Context: an optimization exercise on an open-source flow, tuned for small area, a short achievable clock period and few clock cycles per item. The choices shown serve that exercise and are no tape-out recipe.
Function was checked by simulation only, so behaviour that the tests miss may differ from the original.

==> harbor: inputs <==
Design fl_comp, start of the top module:
module fl_comp (
    input  wire               clk,
    input  wire               rst,
    input  wire               in_valid,
    output wire               in_ready,
    input  wire               in_start,      
    input  wire               in_settle,     
    input  wire               in_forced,     
    input  wire               in_ff_en,      
    input  wire signed [23:0] in_p,          
    input  wire        [13:0] in_centre,     
    input  wire signed [8:0]  in_code,       
    input  wire signed [17:0] in_ffd,        
    input  wire signed [23:0] cfg_ki,
    input  wire signed [23:0] cfg_b0,
    input  wire signed [23:0] cfg_b1,
    input  wire signed [23:0] cfg_b2,
    input  wire signed [23:0] cfg_a1,
    input  wire signed [23:0] cfg_a2,
    input  wire        [3:0]  cfg_gsh,
    input  wire        [15:0] cfg_imin,
    input  wire        [15:0] cfg_imax,
    input  wire        [15:0] cfg_dmin,
    input  wire        [15:0] cfg_dmax,
    input  wire        [15:0] cfg_ipre,
    input  wire        [15:0] cfg_ffd_max,
    input  wire               cfg_ovr_int,
    output reg                out_valid,
    output reg         [15:0] out_d,
    output reg                out_dsat_hi,
    output reg                out_dsat_lo,
    output reg                out_hold,
    output reg  signed [17:0] out_x,
    output reg  signed [39:0] out_i
);
==> flow/config.mk <==
export PLATFORM = sky130hd
export DESIGN_NAME = fl_comp
export DESIGN_NICKNAME = fl_comp
export VERILOG_FILES = /design/flow/design.v
export SDC_FILE = /design/flow/constraint.sdc
export NUM_CORES = 4
export LEC_CHECK = 0
export ABC_AREA = 1
export CAP_MARGIN = 20
export CORE_MARGIN = 2
export CORE_UTILIZATION = 40
export SLEW_MARGIN = 45
==> flow/constraint.sdc <==
create_clock -name core_clock -period 45.0 [get_ports {clk}]
set_input_delay 9.0000 -clock core_clock [delete_from_list [all_inputs] [get_ports {clk}]]
set_output_delay 9.0000 -clock core_clock [all_outputs]
set_load 0.01 [all_outputs]
standard.sh (not shown) runs the stock make flow with config.mk's settings and CLKGATE_MAP_FILE= SYNTH_SCRIPT=/design/flow/synth_recipe.tcl, a recipe that flattens the netlist after the stock synthesis.
==> flow/flow/run.sh <==
#!/bin/bash
# The standard layout (the standard.sh) with two changes in how it is made:
#  - Yosys's synth skips its early generic ABC pass (-noabc). The design's
#    carry-save trees are written out as full adders; that pass re-encodes
#    their polarity, so extract_fa then needs an inverter on many adder pins.
#    Registers are untouched; the final ABC mapping runs as usual.
#  - the port buffers are buf_2 cells instead of the default delay-buffer pick.
set -euo pipefail
export SYNTH_ARGS=-noabc
export BUFFER_PORTS_ARGS="-buffer_cell sky130_fd_sc_hd__buf_2"
bash standard.sh > standard_flow.log 2>&1
==> inputs of raven, as changes to harbor <==
--- a/flow/design.v
+++ b/flow/design.v
@@ -51,17 +51,17 @@
     wire acc = in_valid & rdy_q & ~rst;
     wire [3:0] gdiff = (cfg_gsh > la_g) ? cfg_gsh - la_g : la_g - cfg_gsh;
     wire [3:0] cnt_d = rst ? 4'd0
                      : acc ? (in_start ? 4'd1 : gdiff)
                      : ((s0_cnt != 4'd0) ? s0_cnt - 4'd1 : 4'd0);
     always @(posedge clk) begin
         v0         <= acc;
         s0_cnt     <= cnt_d;
-        rdy_q      <= rst | (acc ? (~in_start & (cfg_gsh == la_g)) : (s0_cnt[3:1] == 3'd0));
+        rdy_q      <= (cnt_d == 4'd0);
         if (acc)
             la_g   <= cfg_gsh;
         s0_start   <= in_start;
         s0_settle  <= in_settle;
         s0_forced  <= in_forced;
         s0_ff_en   <= in_ff_en;
         s0_ovr_int <= cfg_ovr_int;
         s0_p       <= in_p;
==> results.tsv <==
stage	metric	value	unit
status	outcome	timing/DRC/antenna clean	
grt	met3 usage	14.5	%
logic_synthesis	register area share after synthesis	19.0	%
grt	initial antenna violation count	39	
sta	Worst-Margin Slew	0.945	ns
placed_design	DP Worst Slack	34.15	ns
routing	metal2 WL	212	mm
The numbers above come from harbor.

==> results.tsv <==
stage	metric	value	unit
sta	Worst-Margin Slew	0.955	ns
grt	initial antenna violation count	32	
logic_synthesis	register area share after synthesis	19.0	%
final_layout	Cell Count, Final, Fillers Out	17092	
status	outcome	timing/DRC/antenna clean	
cts	maximum buffer depth of the clock tree	4	
routing	drt pass-1 iters	9	
grt	met3 usage	14.6	%
The numbers above come from raven.

Testbench counts of harbor, summed over its fixed seeds: cycles 12,143, items 12,000.
Testbench counts of raven, summed over its fixed seeds: cycles 12,143, items 12,000.

---

==> run a <==
RTL: one of the versions met above, not the one the previous note started from.
// fl_comp
module fl_comp (
    input  wire               clk,
    input  wire               rst,
    input  wire               in_valid,
    output wire               in_ready,
    input  wire               in_start,      
    input  wire               in_settle,     
    input  wire               in_forced,     
    input  wire               in_ff_en,      
    input  wire signed [23:0] in_p,          
    input  wire        [13:0] in_centre,     
    input  wire signed [8:0]  in_code,       
    input  wire signed [17:0] in_ffd,        
    input  wire signed [23:0] cfg_ki,
    input  wire signed [23:0] cfg_b0,
    input  wire signed [23:0] cfg_b1,
    input  wire signed [23:0] cfg_b2,
    input  wire signed [23:0] cfg_a1,
    input  wire signed [23:0] cfg_a2,
    input  wire        [3:0]  cfg_gsh,
    input  wire        [15:0] cfg_imin,
    input  wire        [15:0] cfg_imax,
    input  wire        [15:0] cfg_dmin,
    input  wire        [15:0] cfg_dmax,
    input  wire        [15:0] cfg_ipre,
    input  wire        [15:0] cfg_ffd_max,
    input  wire               cfg_ovr_int,
    output reg                out_valid,
    output reg         [15:0] out_d,
    output reg                out_dsat_hi,
    output reg                out_dsat_lo,
    output reg                out_hold,
    output reg  signed [17:0] out_x,
    output reg  signed [39:0] out_i
);
clock: 45.0 ns
lec_check: 0
abc_area: 1
cap_margin: 20
core_margin: 2
core_utilization: 55
slew_margin: 20
Scripts as last shown in full above: flow/flow/run.sh
==> inputs of run b, as changes to run a <==
--- a/flow/config.mk
+++ b/flow/config.mk
@@ -8,5 +8,5 @@
 export ABC_AREA = 1
 export CAP_MARGIN = 20
 export CORE_MARGIN = 2
-export CORE_UTILIZATION = 55
-export SLEW_MARGIN = 20
+export CORE_UTILIZATION = 40
+export SLEW_MARGIN = 30
==> comparison table <==
| metric | run b | run a |
|---|---|---|
| Combined global-route utilization of all metal layers | 0.325 | 0.470 |
| Filler cell count in the final layout | 29769 | 19170 |
| Die outline area | 313000 um^2 | 228000 um^2 |
| Measured slew at the worst slew-check pin | 1090 ps | 1390 ps |
| Largest net degree at the start of global routing | 81 | 118 |
| Final WS setup | 34540 ps | 34370 ps |
| Area post-placement | 129000 um^2 | 128000 um^2 |
| Multi-input gate area in the final layout | 92000 um^2 | 92100 um^2 |
| Number of vias per cell after detailed routing | 6.19 | 6.87 |
| Clock tree buffer depth | 4 | 3 |
| R2R cell count | 36 | 35 |
| Final wirelength | 523 mm | 544 mm |
| Critical path class | reg -> reg | in -> reg |
| Die H | 559 um | 478 um |
| Finished Layout Cells | 17085 | 15932 |
| Result of the run | finished clean | finished clean |
| Share of cells above drive strength 1 | 0.0883 | 0.0867 |
| Clock slew seen by the registers of the worst setup and hold paths | 60 ps | 70 ps |
| Area growth, synth to finish | 8.23% | 6.98% |
| Non-Clock Buffer Count | 706 | 684 |
| Share of the final layout cell area in sequential cells | 0.175 | 0.177 |
Testbench counts of run a, summed over its fixed seeds: cycles 12,143, items 12,000.
Testbench counts of run b, summed over its fixed seeds: cycles 12,143, items 12,000.

port drivers added, routing unchanged:
No port has a modelled driver above. Below, the same layouts with a new extraction and two added sets of constraints.
Step 1, drivers: a clkbuf_16 drives clk and a buf_2 each remaining input, both assumed.
Step 2 adds t to the input delays and takes it off the output delays; t is the mean of the earliest and latest rising clock arrival at the registers after step 1. Input paths then give back, and output paths get back, about the clock's delay inside the block.
Slacks: ideal / step 1 / step 2; pairs: ideal / step 1.
run | t (ns) | setup slack, ns | hold WS [ns] | latest minus earliest clock arrival (ns)
harbor | 1.022 | 34.526 / 34.427 / 34.198 | 0.339 / 0.339 / 0.339 | 0.134 / 0.133
raven | 0.993 | 34.598 / 34.485 / 33.714 | 0.322 / 0.322 / 0.322 | 0.095 / 0.094
run a | 0.923 | 34.368 / 34.447 / 33.523 | 0.284 / 0.284 / 0.284 | 0.097 / 0.097
run b | 1.004 | 34.538 / 34.451 / 33.691 | 0.339 / 0.339 / 0.339 | 0.105 / 0.104
After both steps setup and hold are still met in every run listed. The setup slack of raven, which loses most, moves by -0.113 ns with the drivers and by -0.884 ns with both steps.
